From an optimization exercise on the open Yosys and OpenROAD flow, aimed at small area, a short achievable clock period and few clock cycles per item; shortcuts taken in it are not production practice.
Only simulation tests tie the RTL to the original design; equivalence was not proved.

Design recon_chain, start of the top module:
module recon_chain (
    input  wire         clk,
    input  wire         rst,           
    input  wire [17:0]  ped_hg,        
    input  wire [17:0]  ped_lg,
    input  wire [11:0]  dped_hg,       
    input  wire [11:0]  dped_lg,
    input  wire [15:0]  gr,            
    input  wire [13:0]  swcode,        
    input  wire [19:0]  tmin,          
    input  wire [143:0] a_taps,        
    input  wire [143:0] b_taps,        
    input  wire         in_valid,
    output wire         in_ready,
    input  wire [13:0]  in_hg,
    input  wire [13:0]  in_lg,
    output wire         out_valid,
    input  wire         out_ready,
    output wire [31:0]  out_record,
    output wire         out_tclip
);
    reg  [17:0] c_pl, c_ph;
    reg  [11:0] c_dpl, c_dph;
    wire [19:0] phg16 = {2'b00, c_ph} + {{8{c_dph[11]}}, c_dph};
    wire [19:0] plg16 = {2'b00, c_pl} + {{8{c_dpl[11]}}, c_dpl};
    reg  [17:0] c_a [0:7];
    reg  [17:0] c_b [0:7];
    reg  [18:0] c_ap [0:3];      
    reg  [18:0] c_bp [0:3];
    reg  [15:0] c_gr;
  ...
Size: ~25000 cells after synthesis, ~2500 flip-flops, ~470 I/O pins, about 220000 µm² of cells after synthesis.
==> flow/config.mk <==
export PLATFORM = sky130hd
export DESIGN_NAME = recon_chain
export DESIGN_NICKNAME = recon_chain
export VERILOG_FILES = /design/flow/design.v
export SDC_FILE = /design/flow/constraint.sdc
export NUM_CORES = 4
export LEC_CHECK = 0
export ABC_AREA = 1
export CAP_MARGIN = 20
export CORE_MARGIN = 2
export CORE_UTILIZATION = 48
export PLACE_DENSITY = 0.62
export SLEW_MARGIN = 20
==> flow/constraint.sdc <==
create_clock -name core_clock -period 14.0 [get_ports {clk}]
set_input_delay 2.8000 -clock core_clock [delete_from_list [all_inputs] [get_ports {clk}]]
set_output_delay 2.8000 -clock core_clock [all_outputs]
set_load 0.01 [all_outputs]
standard.sh (not shown) runs the stock make flow with config.mk's settings and CLKGATE_MAP_FILE= SYNTH_SCRIPT=/design/flow/synth_recipe.tcl, a recipe that flattens the netlist after the stock synthesis.
==> flow/flow/run.sh <==
#!/bin/bash
# Own flow: the standard layout (standard.sh) with two changes.
# 1. Synthesis skips the generic "abc -fast" pass inside Yosys's
#    "synth -run fine:". That pass re-derives the carry-save trees' gates
#    before extract_fa, which then maps many full adders with inverted
#    inputs or outputs and leaves an inverter between adders. The rest of
#    the synthesis script (its -nofsm -noshare, flatten and rename) is
#    the standard flow's synth_recipe.tcl unchanged, so the registers are the same.
# 2. From clock tree synthesis on, ORFS's repair_timing aims at a setup
#    slack of SETUP_MARGIN (below) instead of 0, so that the layout is sized
#    and buffered for a shorter achieved period. The clock period and the
#    constraints are the standard flow's (constraint.sdc, config.mk) unchanged.
# Each step's full output goes to a log of its own here; ORFS's own logs
# are under orfs/logs.
set -euo pipefail
W=$(pwd)
SETUP_MARGIN=9.0
{
  echo 'proc synth {args} { if {[lsearch -exact $args fine:] >= 0} { yosys synth -nofsm -noshare -noabc {*}$args } else { yosys synth -nofsm -noshare {*}$args } }'
  tail -n +2 "$W/synth_recipe.tcl"
} > "$W/own_synth.tcl"
sed "s#SYNTH_SCRIPT=[^ ]*synth_recipe.tcl#SYNTH_SCRIPT=$W/own_synth.tcl#" "$W/standard.sh" > "$W/own_standard.sh"
grep -q "own_synth.tcl" "$W/own_standard.sh"
bash "$W/own_standard.sh" synth > "$W/log_1_synth.txt" 2>&1
bash "$W/own_standard.sh" place > "$W/log_2_place.txt" 2>&1
SETUP_SLACK_MARGIN=$SETUP_MARGIN bash "$W/own_standard.sh" finish > "$W/log_3_cts_route_finish.txt" 2>&1
The baseline completed and failed the layout checks on antenna rules.
Testbench counts at the start, summed over its fixed seeds: cycles 1,360, items 1,280.
Then changed:
--- a/flow/flow/run.sh
+++ b/flow/flow/run.sh
@@ -15,5 +15,5 @@
 set -euo pipefail
 W=$(pwd)
-SETUP_MARGIN=9.0
+SETUP_MARGIN=9.2
 {
   echo 'proc synth {args} { if {[lsearch -exact $args fine:] >= 0} { yosys synth -nofsm -noshare -noabc {*}$args } else { yosys synth -nofsm -noshare {*}$args } }'
- CORE_UTILIZATION: 48 -> 40
- PLACE_DENSITY: 0.62 -> 0.6
The changed run finished with timing, DRC and antenna clean.
Design area rises by a few percent.
Core utilization falls by 7.9 points.
Maximum frequency rises by a few percent.

==> static timing again, ports no longer ideal <==
Ports are ideal in the flow. The routed layouts listed here were re-timed in OpenROAD. Step 1, drivers: a clkbuf_16 drives clk and a buf_2 each remaining input, both assumed. Step 2 adds t to the input delays and takes it off the output delays; t is the mean of the earliest and latest rising clock arrival at the registers after step 1. Input paths then give back, and output paths get back, about the clock's delay inside the block. Three values: no drivers, after step 1, after step 2; two values: the first two.
run | shift t [ns] | setup WS [ns] | hold WS [ns] | clock arrival spread, ns | cell pins on the clock port's net
the first run | 1.142 | 8.762 / 8.762 / 8.373 | 0.278 / 0.278 / 0.278 | 0.113 / 0.112 | 1
the second run | 1.173 | 8.953 / 8.953 / 8.333 | 0.300 / 0.300 / 0.300 | 0.116 / 0.116 | 1
The setup slack of the second run, which loses most, moves by 0.000 ns with the drivers and by -0.620 ns with both steps.
